This is an optimization exercise on Yosys and OpenROAD, whose aim is small area and a short achievable clock period, not a production implementation.
At most, simulation tests tie the RTL to the original design; equivalence was not proved.

==> flow/design.v (excerpt) <==
module fpfma (
    input  wire        clk,
    input  wire        rst_n,
    input  wire        in_valid,
    input  wire [1:0]  in_op,
    input  wire [1:0]  in_rnd,
    input  wire        in_ftz,
    input  wire        in_canon,
    input  wire [31:0] in_a,
    input  wire [31:0] in_b,
    input  wire [31:0] in_c,
    output reg         out_valid,
    output reg  [31:0] out_result,
    output reg  [4:0]  out_flags
);
    localparam integer B = 2;
    localparam integer W = B + 74;
    wire        in_addsub = ~in_op[1];
    wire        in_mul    = (in_op == 2'd2);
    wire [31:0] in_y = in_addsub ? 32'h3F80_0000 : in_b;
    wire [31:0] in_z = in_addsub ? in_b : (in_mul ? {in_a[31] ^ in_b[31], 31'd0} : in_c);
    wire        a_e0 = (in_a[30:23] == 8'd0), a_e1 = &in_a[30:23];
    wire        b_e0 = (in_b[30:23] == 8'd0), b_e1 = &in_b[30:23];
    wire        c_e0 = (in_c[30:23] == 8'd0);
    wire        in_xe0 = a_e0;
    wire        in_ye0 = ~in_addsub & b_e0;
    wire        in_ye1 = ~in_addsub & b_e1;
    wire        in_ze0 = in_addsub ? b_e0 : (in_mul | c_e0);
    wire        a_f0 = (in_a[22:0] == 23'd0), b_f0 = (in_b[22:0] == 23'd0), c_f0 = (in_c[22:0] == 23'd0);
    wire        in_den = in_ftz & ((a_e0 & ~a_f0) | (b_e0 & ~b_f0) | (in_op == 2'd3 & c_e0 & ~c_f0));
    wire [22:0] in_fx = in_a[22:0] & {23{~(in_ftz & in_xe0)}};
    wire [22:0] in_fy = in_y[22:0] & {23{~(in_ftz & in_ye0)}};
    reg        r_valid;
    reg [1:0]  r_rnd;
    reg        r_ftz, r_canon, r_zneg;
    reg        r_sx, r_sy, r_xe0, r_ye0, r_xe1, r_ye1;
    reg [22:0] r_fx, r_fy;
    reg [7:0]  r_ex, r_ey;
    reg        r_ze0, r_den;
    reg [31:0] r_z;
    always @(posedge clk) begin
        r_valid <= rst_n & in_valid;
        r_rnd   <= in_rnd;
        r_ftz   <= in_ftz;
        r_canon <= in_canon;
        r_zneg  <= (in_op == 2'd1);
        r_sx    <= in_a[31];
        r_sy    <= in_y[31];
        r_xe0   <= in_xe0;
        r_ye0   <= in_ye0;
        r_xe1   <= a_e1;
        r_ye1   <= in_ye1;
        r_fx    <= in_fx;
        r_fy    <= in_fy;
        r_den   <= in_den;
  ...
Size in the first run: ~6000 cells after synthesis, about 490 flip-flops, about 140 I/O pins, roughly 0.043 mm2 of cells after synthesis.
make LEC_CHECK=0 ABC_AREA=1 CAP_MARGIN=40 CORE_MARGIN=2 CORE_UTILIZATION=45 SLEW_MARGIN=60 finish   # period 28.0 ns
run.sh (not shown) runs the stock make flow with config.mk's settings and CLKGATE_MAP_FILE= SYNTH_SCRIPT=/design/flow/synth_recipe.tcl, a recipe that flattens the netlist after the stock synthesis.
==> next run, changes <==
--- a/flow/design.v
+++ b/flow/design.v
@@ -159,56 +159,59 @@
                 end
     end
     wire [W+1:0] c0 = {gg[W:0], 1'b0};
     wire [W+1:0] c1 = {gg[W:0] | pp[W:0], 1'b1};
     wire         neg = m_effsub & (cp_p[W+1] ^ c0[W+1]);
     wire [W:0]   csel = ~m_effsub ? c0[W:0] : (neg ? ~c0[W:0] : c1[W:0]);
     wire [W:0]   mag = cp_p[W:0] ^ csel;
     wire         rsign = m_sp ^ neg;
     wire [6:0]   lim = m_tb[10] ? 7'd0 : ((m_tb > W) ? 7'd127 : m_tb[6:0]);
-    wire [6:0]   lzc_raw;
+    wire [6:0]   lzc_raw, tzc;
     fpfma_lzc lz (.x(mag), .z(lzc_raw));
     wire [6:0]   lzc = (lzc_raw > lim) ? lim : lzc_raw;
-    wire         mag_zero = (lzc_raw == W + 1);
+    reg  [W:0]   mag_rev;
+    integer r;
+    always @(*) for (r = 0; r <= W; r = r + 1) mag_rev[r] = mag[W - r];
+    fpfma_lzc tz (.x(mag_rev), .z(tzc));
     reg         n_valid;
     reg [W:0]   n_mag;
-    reg [6:0]   n_lzc;
-    reg         n_zero;
+    reg [6:0]   n_lzc, n_tzc;
     reg signed [10:0] n_tb;
     reg         n_rsign, n_ftz, n_den, n_spec, n_inv;
     reg [1:0]   n_rnd;
     reg [24:0]  n_specres;
     always @(posedge clk) begin
         n_valid   <= rst_n & m_valid;
         n_mag     <= mag;
         n_lzc     <= lzc;
-        n_zero    <= mag_zero;
+        n_tzc     <= tzc;
         n_tb      <= m_tb;
         n_rsign   <= rsign;
         n_ftz     <= m_ftz;
         n_den     <= m_den;
         n_spec    <= m_spec;
         n_inv     <= m_inv;
         n_rnd     <= m_rnd;
         n_specres <= m_specres;
     end
+    wire         mag_zero = (n_tzc == W + 1);
     wire [W:0]   nv6 = n_lzc[6] ? {n_mag[W-64:0], 64'd0} : n_mag;
     wire [W:0]   nv5 = n_lzc[5] ? {nv6[W-32:0], 32'd0} : nv6;
     wire [W:0]   nv4 = n_lzc[4] ? {nv5[W-16:0], 16'd0} : nv5;
     wire [W:0]   nv3 = n_lzc[3] ? {nv4[W-8:0], 8'd0} : nv4;
     wire [W:0]   nv2 = n_lzc[2] ? {nv3[W-4:0], 4'd0} : nv3;
     wire [W:0]   nv1 = n_lzc[1] ? {nv2[W-2:0], 2'd0} : nv2;
     wire [W:0]   nrm = n_lzc[0] ? {nv1[W-1:0], 1'd0} : nv1;
     wire [23:0]  n_m  = nrm[W:W-23];
     wire         n_g  = nrm[W-24];
     wire         n_g2 = nrm[W-25];
-    wire         n_st = (|nv5[W-57:0]) | (|nv4[W-41:W-56]) | (|nv3[W-33:W-40]) |
-                        (|nv2[W-29:W-32]) | (|nv1[W-27:W-28]) | nrm[W-26];
+    wire [7:0]   tzl  = {1'b0, n_tzc} + {1'b0, n_lzc};
+    wire         n_st = (tzl <= W - 26);
     function rnd_inc;
         input [1:0] mode;
         input       s, lsb, g, st;
         begin
             case (mode)
                 2'd0: rnd_inc = g & (st | lsb);
                 2'd1: rnd_inc = 1'b0;
                 2'd2: rnd_inc = ~s & (g | st);
                 default: rnd_inc = s & (g | st);
@@ -224,19 +227,19 @@
     wire         ovf = ~rr[33] & (rr[32:23] >= 10'd255);
     wire         to_max = (n_rnd == 2'd1) | (n_rnd == 2'd3 & ~n_rsign) | (n_rnd == 2'd2 & n_rsign);
     reg [31:0] res;
     reg [4:0]  flg;
     always @(*) begin
         flg = {n_den, 4'b0000};
         if (n_spec) begin
             res = {n_specres[24], {8{n_specres[23]}}, n_specres[22:0]};
             flg[0] = n_inv;
-        end else if (n_zero) begin
+        end else if (mag_zero) begin
             res = {(n_rnd == 2'd3), 31'd0};
         end else if (n_ftz & tiny) begin
             res = {n_rsign, 31'd0};
             flg[4:2] = 3'b111;
         end else if (ovf) begin
             res = to_max ? {n_rsign, 31'h7F7F_FFFF} : {n_rsign, 31'h7F80_0000};
             flg[3] = 1'b1;
             flg[1] = 1'b1;
         end else begin
Outcome: Setup slack degrades by 0.020 ns. Wire length rose by a few percent. Via count rose by a few percent. Maximum frequency barely changes. Area after synthesis rose by a few percent. Count of clock-buffer cells in the layout increases by 7. First-iteration DRC count came out higher by about a fifth. Hold slack stays flat. Critical path depth does not change. Flip-flop and latch count grows by 6. Die area rises by a few percent. Synthesized cell count climbs by a few percent.
For the second run of this note, only the layout was checked, not whether the RTL still works.

Another version of the RTL of fpfma (not shown whole).
Size in the first run: ~6,100 cells after synthesis, about 140 I/O pins, ~43,000 sq um of cells after synthesis.
Settings: LEC_CHECK=0, ABC_AREA=1, CAP_MARGIN=20, CORE_MARGIN=2, CORE_UTILIZATION=45, SLEW_MARGIN=20; clock period 28.0 ns.
Rerun with:
--- a/flow/design.v
+++ b/flow/design.v
@@ -118,38 +118,33 @@
     wire          zstk = ~anchor_z & (ztz != 5'd24) & (sh_raw >= $signed({6'd0, ztz}) + (W - 23));
     wire [W+1:0] zrow0 = {1'b0, zwin, zstk};
     wire [W+1:0] zrow  = eff_sub ? ~zrow0 : zrow0;
     wire [W+1:0] s1_s, s1_c;
     fpfma_mt tree (.a(mx), .b(my), .z(zrow), .s(s1_s), .c(s1_c));
     reg         m_valid;
-    reg [51:0]  m_s;
-    reg [52:0]  m_c;
-    reg [W+1:52] m_zh;
+    reg [W+1:0] m_s, m_c;
     reg signed [10:0] m_tb;
     reg         m_sp, m_effsub, m_ftz, m_den, m_spec, m_inv;
     reg [1:0]   m_rnd;
     reg [24:0]  m_specres;
     always @(posedge clk) begin
         m_valid   <= rst_n & r_valid;
-        m_s       <= s1_s[51:0];
-        m_c       <= s1_c[52:0];
-        m_zh      <= zrow[W+1:52];
+        m_s       <= s1_s;
+        m_c       <= s1_c;
         m_tb      <= tb;
         m_sp      <= sp;
         m_effsub  <= eff_sub;
         m_ftz     <= r_ftz;
         m_den     <= den_in;
         m_spec    <= spec;
         m_inv     <= spec_inv;
         m_rnd     <= r_rnd;
         m_specres <= spec_res;
     end
-    wire [W+1:0] s2_s = {~m_zh, m_s};
-    wire [W+1:0] s2_c = {m_zh[W:52], m_c};
-    wire [W+1:0] cp_p = s2_s ^ s2_c;
-    wire [W+1:0] cp_g = s2_s & s2_c;
+    wire [W+1:0] cp_p = m_s ^ m_c;
+    wire [W+1:0] cp_g = m_s & m_c;
     reg  [W+1:0] gg, pp;    
     integer k, lv;
     always @(*) begin
         gg = cp_g;
         pp = cp_p;
         for (lv = 1; lv < 128; lv = lv * 2)
@@ -163,15 +158,15 @@
     wire [W+1:0] c1 = {gg[W:0] | pp[W:0], 1'b1};
     wire         neg = m_effsub & (cp_p[W+1] ^ c0[W+1]);
     wire [W:0]   csel = ~m_effsub ? c0[W:0] : (neg ? ~c0[W:0] : c1[W:0]);
     wire [W:0]   mag = cp_p[W:0] ^ csel;
     wire         rsign = m_sp ^ neg;
     wire [6:0]   lim = m_tb[10] ? 7'd0 : ((m_tb > W) ? 7'd127 : m_tb[6:0]);
-    wire [6:0]   lzc_raw, tzc;
-    fpfma_lzc lz (.x(mag), .z(lzc_raw));
-    wire [6:0]   lzc = (lzc_raw > lim) ? lim : lzc_raw;
+    wire [W:0]   stopper = (lim > W) ? {(W+1){1'b0}} : ({{W{1'b0}}, 1'b1} << (W - lim));
+    wire [6:0]   lzc, tzc;
+    fpfma_lzc lz (.x(mag | stopper), .z(lzc));
     reg  [W:0]   mag_rev;
     integer r;
     always @(*) for (r = 0; r <= W; r = r + 1) mag_rev[r] = mag[W - r];
     fpfma_lzc tz (.x(mag_rev), .z(tzc));
     reg         n_valid;
     reg [W:0]   n_mag;
@@ -192,19 +187,13 @@
         n_spec    <= m_spec;
         n_inv     <= m_inv;
         n_rnd     <= m_rnd;
         n_specres <= m_specres;
     end
     wire         mag_zero = (n_tzc == W + 1);
-    wire [W:0]   nv6 = n_lzc[6] ? {n_mag[W-64:0], 64'd0} : n_mag;
-    wire [W:0]   nv5 = n_lzc[5] ? {nv6[W-32:0], 32'd0} : nv6;
-    wire [W:0]   nv4 = n_lzc[4] ? {nv5[W-16:0], 16'd0} : nv5;
-    wire [W:0]   nv3 = n_lzc[3] ? {nv4[W-8:0], 8'd0} : nv4;
-    wire [W:0]   nv2 = n_lzc[2] ? {nv3[W-4:0], 4'd0} : nv3;
-    wire [W:0]   nv1 = n_lzc[1] ? {nv2[W-2:0], 2'd0} : nv2;
-    wire [W:0]   nrm = n_lzc[0] ? {nv1[W-1:0], 1'd0} : nv1;
+    wire [W:0]   nrm  = n_mag << n_lzc;
     wire [23:0]  n_m  = nrm[W:W-23];
     wire         n_g  = nrm[W-24];
     wire         n_g2 = nrm[W-25];
     wire [7:0]   tzl  = {1'b0, n_tzc} + {1'b0, n_lzc};
     wire         n_st = (tzl <= W - 26);
     function rnd_inc;
After rerunning: The new run completed with no timing, DRC or antenna violations; design area is higher by about 8%; wire length went up by 12%; maximum frequency rises by about 3.4%; global-route usage goes up by 1.8 points; setup slack improved by 0.25 ns; synthesized cell count rises by about 13%; clock skew drops by 0.028 ns; cell count is higher by about 12%.
No run of this note included a check of the RTL's function; only the layout flow was run.

re-timing with driven ports:
The results above use ideal ports. As a check the final layouts listed here were re-extracted and re-timed, cells and wires unchanged.
Step 1: set_driving_cell puts a clkbuf_16 on clk and a buf_2 on each other input, an assumption about the parent block.
Step 2 times the ports against the registers' clock, not the clock port: input delays grow and output delays shrink by t, the midpoint of the rising clock arrivals with the driver on.
a / b / c = ideal / step 1 / step 2; a / b = the first two.
run | t, ns | slack for setup (ns) | worst setup path at the end | slew at the worst register clock pin (ns) | worst data-port slew with drivers (ns)
the first run of note 1 | 0.712 | 20.888 / 20.815 / 20.539 | input to register | 0.07 / 0.07 | 0.06
the second run of note 1 | 0.718 | 20.868 / 20.794 / 20.383 | input to register | 0.07 / 0.07 | 0.07
the first run of note 2 | 0.710 | 20.394 / 20.394 / 20.250 | input to register | 0.06 / 0.06 | 0.07
the second run of note 2 | 0.740 | 20.646 / 20.646 / 20.185 | input to register | 0.07 / 0.07 | 0.06
After both steps setup and hold are still met in every run listed. For the second run of note 1, which loses most, drivers alone change the setup slack by -0.074 ns; drivers and shift together by -0.485 ns.
